What follows belongs to an exercise in optimizing a design on an open flow for small area and a short achievable clock period; a production flow would make more cautious choices.
Only simulation tests tie the RTL to the original design; equivalence was not proved.

Setup of exp/lagoon:
## pst_rx
module pst_rx (
    input  wire        clk,
    input  wire        rst,            
    input  wire        in_valid,       
    input  wire [65:0] in_data,        
    input  wire        inv_auto,       
    input  wire        restart,        
    input  wire        lockloss_clr,   
    output wire        blk_valid,
    output wire        blk_ctrl,
    output wire [63:0] blk_data,
    output wire        locked,
    output wire        rx_inv,
    output wire        inv_event,
    output wire [31:0] blkerr,
    output wire [15:0] lockloss,
    output wire        fr_sof,
    output wire        fr_valid,
    output wire [63:0] fr_data,
    output wire        fr_end,
    output wire        fr_good,
    output wire [15:0] frame_ok,
    output wire [15:0] frame_err
);
    pst_phy_rx u_phy (
        .clk(clk), .rst(rst), .in_valid(in_valid), .in_data(in_data),
        .inv_auto(inv_auto), .restart(restart), .lockloss_clr(lockloss_clr),
        .out_valid(blk_valid), .out_ctrl(blk_ctrl), .out_data(blk_data),
        .locked(locked), .rx_inv(rx_inv), .inv_event(inv_event),
        .blkerr(blkerr), .lockloss(lockloss));
    pst_frame_rx u_frame (
        .clk(clk), .rst(rst),
        .blk_valid(blk_valid), .blk_ctrl(blk_ctrl), .blk_data(blk_data),
        .locked(locked),
        .fr_sof(fr_sof), .fr_valid(fr_valid), .fr_data(fr_data),
        .fr_end(fr_end), .fr_good(fr_good),
        .frame_ok(frame_ok), .frame_err(frame_err));
endmodule
Size in the first run: roughly 2500 cells after synthesis, roughly 290 I/O pins, ~27000 um2 of cells after synthesis.
export LEC_CHECK = 0
export CAP_MARGIN = 20
export CORE_MARGIN = 2
export CORE_UTILIZATION = 65
export CTS_CLUSTER_DIAMETER = 100
export CTS_CLUSTER_SIZE = 22
export PLACE_DENSITY = 0.8
export SLEW_MARGIN = 20
create_clock -name core_clock -period 13.0 [get_ports {clk}]
standard.sh (not shown) runs the stock make flow with config.mk's settings and CLKGATE_MAP_FILE= SYNTH_SCRIPT=/design/flow/synth_recipe.tcl, a recipe that flattens the netlist after the stock synthesis.
==> flow/flow/run.sh <==
#!/bin/bash
# The standard ORFS layout (standard.sh, the standard flow's SDC and config), with:
# - synthesis by flow/lean_synth.tcl: the standard flow's synthesis script with an
#   area-oriented ABC mapping script (flow/lean.abc); same flip-flops/names;
set -euo pipefail
W=$(pwd)
export LEAN_ABC_SCRIPT="$W/flow/lean.abc"
mapfile -t ARGS < <(grep -v '^#' flow/make_args.txt | sed '/^$/d')
bash standard.sh "SYNTH_SCRIPT=$W/flow/lean_synth.tcl" "${ARGS[@]}" finish > standard_flow.log 2>&1
==> flow/flow/lean.abc <==
&get -n
&st
&dch
&nf
&put
topo
stime -c
==> flow/flow/lean_synth.tcl <==
# The standard flow's synthesis script (synth_recipe.tcl) with one change: ABC maps the
# logic with flow/lean.abc (area-oriented mapping, no buffering or upsizing)
# instead of ORFS's speed script; the layout's timing repair sizes the gates.
# Flip-flops, yosys synth -nofsm -noshare, flattening and renaming as the standard flow's.
proc synth {args} { yosys synth -nofsm -noshare {*}$args }
proc abc {args} {
  set i [lsearch -exact $args -script]
  if {$i >= 0} { set args [lreplace $args [expr {$i+1}] [expr {$i+1}] $::env(LEAN_ABC_SCRIPT)] }
  yosys abc {*}$args
}
source $::env(SCRIPTS_DIR)/synth.tcl
# left out here: clear keep_hierarchy, flatten, clean up, hide names made inside functions, write 1_2_yosys.v
==> flow/flow/make_args.txt <==
SETUP_SLACK_MARGIN=8.3
TNS_END_PERCENT=10
BUFFER_PORTS_ARGS=-buffer_cell sky130_fd_sc_hd__buf_1
### exp/lagoon -> exp/raven
Settings: PLACE_DENSITY: 0.8 -> 0.85; CORE_UTILIZATION: 65 -> 70.
==> flow/flow/make_args.txt <==
SETUP_SLACK_MARGIN=8.3
TNS_END_PERCENT=0
BUFFER_PORTS_ARGS=-buffer_cell sky130_fd_sc_hd__buf_1
### Flow results
- Pin count of the biggest net entering global routing: exp/raven vs exp/lagoon down about 0.8%
- Placed instance area, exp/lagoon and exp/raven: larger value in exp/lagoon
- exp/raven against exp/lagoon: wire length on met3 climbed about 70%, via count of the first global-routing pass climbed 6.0%, total length of routed met2 wires climbed about 1.6%.
- exp/raven reached the end of the flow, and the finished layout is clean on the timing, DRC and antenna checks.
- Cmp exp/lagoon and exp/raven / normalized max-slew margin / higher: exp/lagoon
- Comparing setup slack for exp/lagoon and exp/raven, the smaller number came from exp/raven.
Changes in exp/maple relative to exp/raven:
Settings: CORE_UTILIZATION now 65, was 70; PLACE_DENSITY now 0.8, was 0.85.
==> flow/flow/make_args.txt <==
SETUP_SLACK_MARGIN=7.9
TNS_END_PERCENT=0
BUFFER_PORTS_ARGS=-buffer_cell sky130_fd_sc_hd__buf_1
==> run summary <==
NOTE: die area in exp/maple exceeds that of exp/raven. exp/raven → exp/maple: setup slack of the critical path after layout +0.12 ns; routed wire length -9.7 mm. Diff exp/raven..exp/maple | register share of the cell area | negligible. The lower post-CTS setup buffer count of exp/raven and exp/maple is in exp/maple. Diff exp/raven..exp/maple | number of standard cells in the layout, taps in and fillers out | negligible. exp/maple: cell count after placement higher than exp/raven. exp/maple | status: complete | timing, DRC, antenna: pass.
### exp/maple -> exp/umber
==> flow/flow/make_args.txt <==
SETUP_SLACK_MARGIN=8.3
TNS_END_PERCENT=100
BUFFER_PORTS_ARGS=-buffer_cell sky130_fd_sc_hd__buf_1
Results
In terms of overall fraction of global-route tracks in use, exp/maple and exp/umber differ only marginally.
Relative to exp/maple, the met3 global-route usage of exp/umber is lower by 2.0 points.
Max sequential share of layout area across exp/umber and exp/maple: exp/maple
Of the two values seen for cell at the slowest stage of the critical path, dfxtp_2 was produced by exp/umber and nor4_4 by exp/maple.
NOTE total number of nets in the final design exp/maple->exp/umber increased slightly
Going from exp/maple to exp/umber, multi-input logic area picked up an extra about 2.3%; number of clock buffers inserted by TritonCTS climbed about 4%.
Compared with exp/maple, in exp/umber first-pass GRT wire length level, portion of the layout cell area used by clock cells stayed essentially flat.

---

Another version of the RTL of pst_rx (not shown whole).
For scale: roughly 2600 cells after synthesis, roughly 290 I/O pins, ~28000 um^2 of cells after synthesis.
==> flow/config.mk <==
export PLATFORM = sky130hd
export DESIGN_NAME = pst_rx
export DESIGN_NICKNAME = pst_rx
export VERILOG_FILES = /design/flow/design.v
export SDC_FILE = /design/flow/constraint.sdc
export NUM_CORES = 4
export LEC_CHECK = 0
export CAP_MARGIN = 20
export CORE_MARGIN = 2
export CORE_UTILIZATION = 65
export CTS_CLUSTER_DIAMETER = 100
export CTS_CLUSTER_SIZE = 22
export PLACE_DENSITY = 0.8
export SLEW_MARGIN = 20
==> flow/constraint.sdc <==
create_clock -name core_clock -period 13.0 [get_ports {clk}]
set_input_delay 2.6000 -clock core_clock [delete_from_list [all_inputs] [get_ports {clk}]]
set_output_delay 2.6000 -clock core_clock [all_outputs]
set_load 0.01 [all_outputs]
==> flow/flow/make_args.txt <==
SETUP_SLACK_MARGIN=8.3
TNS_END_PERCENT=0
BUFFER_PORTS_ARGS=-buffer_cell sky130_fd_sc_hd__buf_1
Scripts as last shown in full above: flow/flow/run.sh, flow/flow/lean.abc, flow/flow/lean_synth.tcl
Next try:
- CORE_UTILIZATION: 65 -> 40
- PLACE_DENSITY: 0.8 -> 0.6
=> Via count goes down by 4.3%; global-route usage goes down by 15 points; die area goes up by 61%; fmax goes down by 1.8%; final area goes up by 1.1%; routed wire length goes up by 3.6%; flip-flop and latch count is unchanged; sequential share of layout area goes down by 0.51 points.
Next try:
- CORE_UTILIZATION: 40 -> 55
- PLACE_DENSITY: 0.6 -> 0.7
Outcome:
- cell area drops by 2.0%
- routed wire length drops by 3.0%
- non-clock buffer count drops by 42
Next try:
- CORE_UTILIZATION: 55 -> 40
- CTS_CLUSTER_DIAMETER: 100 -> unset
- CTS_CLUSTER_SIZE: 22 -> unset
- PLACE_DENSITY: 0.7 -> 0.6
=>
- global-route usage is lower by 8.3 points
- utilization is lower by 15 points
- first-iteration DRC count is lower by 16%
- routed wire length is higher by 4.2%
- clock skew is about the same
- worst setup slack degrades by 0.024 ns

---

pst_rx again, from the RTL that the note above started with.
==> flow/config.mk <==
export PLATFORM = sky130hd
export DESIGN_NAME = pst_rx
export DESIGN_NICKNAME = pst_rx
export VERILOG_FILES = /design/flow/design.v
export SDC_FILE = /design/flow/constraint.sdc
export NUM_CORES = 4
export LEC_CHECK = 0
export CAP_MARGIN = 20
export CORE_MARGIN = 2
export CORE_UTILIZATION = 55
export PLACE_DENSITY = 0.7
export SLEW_MARGIN = 20
==> flow/constraint.sdc <==
create_clock -name core_clock -period 13.0 [get_ports {clk}]
set_input_delay 2.6000 -clock core_clock [delete_from_list [all_inputs] [get_ports {clk}]]
set_output_delay 2.6000 -clock core_clock [all_outputs]
set_load 0.01 [all_outputs]
Scripts as last shown in full above: flow/flow/run.sh, flow/flow/lean.abc, flow/flow/lean_synth.tcl, flow/flow/make_args.txt
Next try:
==> flow/flow/make_args.txt (replaced) <==
SETUP_SLACK_MARGIN=7.9
TNS_END_PERCENT=0
BUFFER_PORTS_ARGS=-buffer_cell sky130_fd_sc_hd__buf_1
Settings changed: CORE_UTILIZATION 55 to 65, CTS_CLUSTER_DIAMETER from default to 100, CTS_CLUSTER_SIZE from default to 22, PLACE_DENSITY 0.7 to 0.8.
After rerunning: Via count rose by 0.63%; sequential share of layout area rose by 1.4 points; routed wire length fell by 5.5%; worst setup slack degrades by 0.057 ns; worst hold slack improves by 0.0040 ns; register-to-register slack improves by 0.04 ns; clock skew stays flat; sequential cell count does not change.
Next try:
==> flow/flow/make_args.txt (replaced) <==
SETUP_SLACK_MARGIN=8.3
TNS_END_PERCENT=0
BUFFER_PORTS_ARGS=-buffer_cell sky130_fd_sc_hd__buf_1
Settings changed: CORE_UTILIZATION 65 to 40, CTS_CLUSTER_SIZE 22 to 28, PLACE_DENSITY 0.8 to 0.6.
The new run produced a clean layout; global-route usage decreases by 13 points; die area rose by 61%; critical path depth climbs by 3; hold slack loses 0.0083 ns.

==> static timing again, ports no longer ideal <==
In the flow no input, the clock included, has a driving cell. The finished layouts below were timed again as built, in two steps. Step 1 (the two cells are an assumption about what drives the block):
set clk [get_ports {clk}]
set_driving_cell -lib_cell sky130_fd_sc_hd__clkbuf_16 $clk
set_driving_cell -lib_cell sky130_fd_sc_hd__buf_2 [delete_from_list [all_inputs] $clk]
Step 2, shift: input delay + t, output delay - t, t = (earliest + latest rising clock arrival at the registers) / 2. This alone moves slack from input paths to output paths. Three values: no drivers, after step 1, after step 2; two values: the first two.
| run | shift t [ns] | setup slack, ns | clock arrival spread, ns | worst slew at a driven data input, ns |
|---|---|---|---|---|
| exp/lagoon | 0.656 | 7.651 / 7.591 / 7.338 | 0.032 / 0.032 | 0.06 |
| exp/raven | 0.659 | 7.558 / 7.501 / 7.075 | 0.022 / 0.022 | 0.08 |
| exp/maple | 0.655 | 7.679 / 7.619 / 7.203 | 0.026 / 0.026 | 0.06 |
| exp/umber | 0.651 | 7.593 / 7.535 / 7.630 | 0.025 / 0.025 | 0.06 |
| the first run of note 2 | 0.648 | 7.921 / 7.861 / 7.324 | 0.043 / 0.044 | 0.05 |
| the second run of note 2 | 0.681 | 7.829 / 7.767 / 7.208 | 0.028 / 0.027 | 0.09 |
| the third run of note 2 | 0.659 | 7.800 / 7.760 / 7.177 | 0.031 / 0.031 | 0.09 |
| the fourth run of note 2 | 0.679 | 7.776 / 7.708 / 7.202 | 0.028 / 0.029 | 0.08 |
| the first run of note 3 | 0.676 | 7.823 / 7.760 / 7.193 | 0.032 / 0.032 | 0.08 |
| the second run of note 3 | 0.664 | 7.766 / 7.705 / 7.238 | 0.034 / 0.034 | 0.06 |
| the third run of note 3 | 0.661 | 7.846 / 7.796 / 7.223 | 0.037 / 0.037 | 0.09 |
After both steps setup and hold are still met in every run listed. The setup slack of the first run of note 3, which loses most, moves by -0.063 ns with the drivers and by -0.630 ns with both steps.
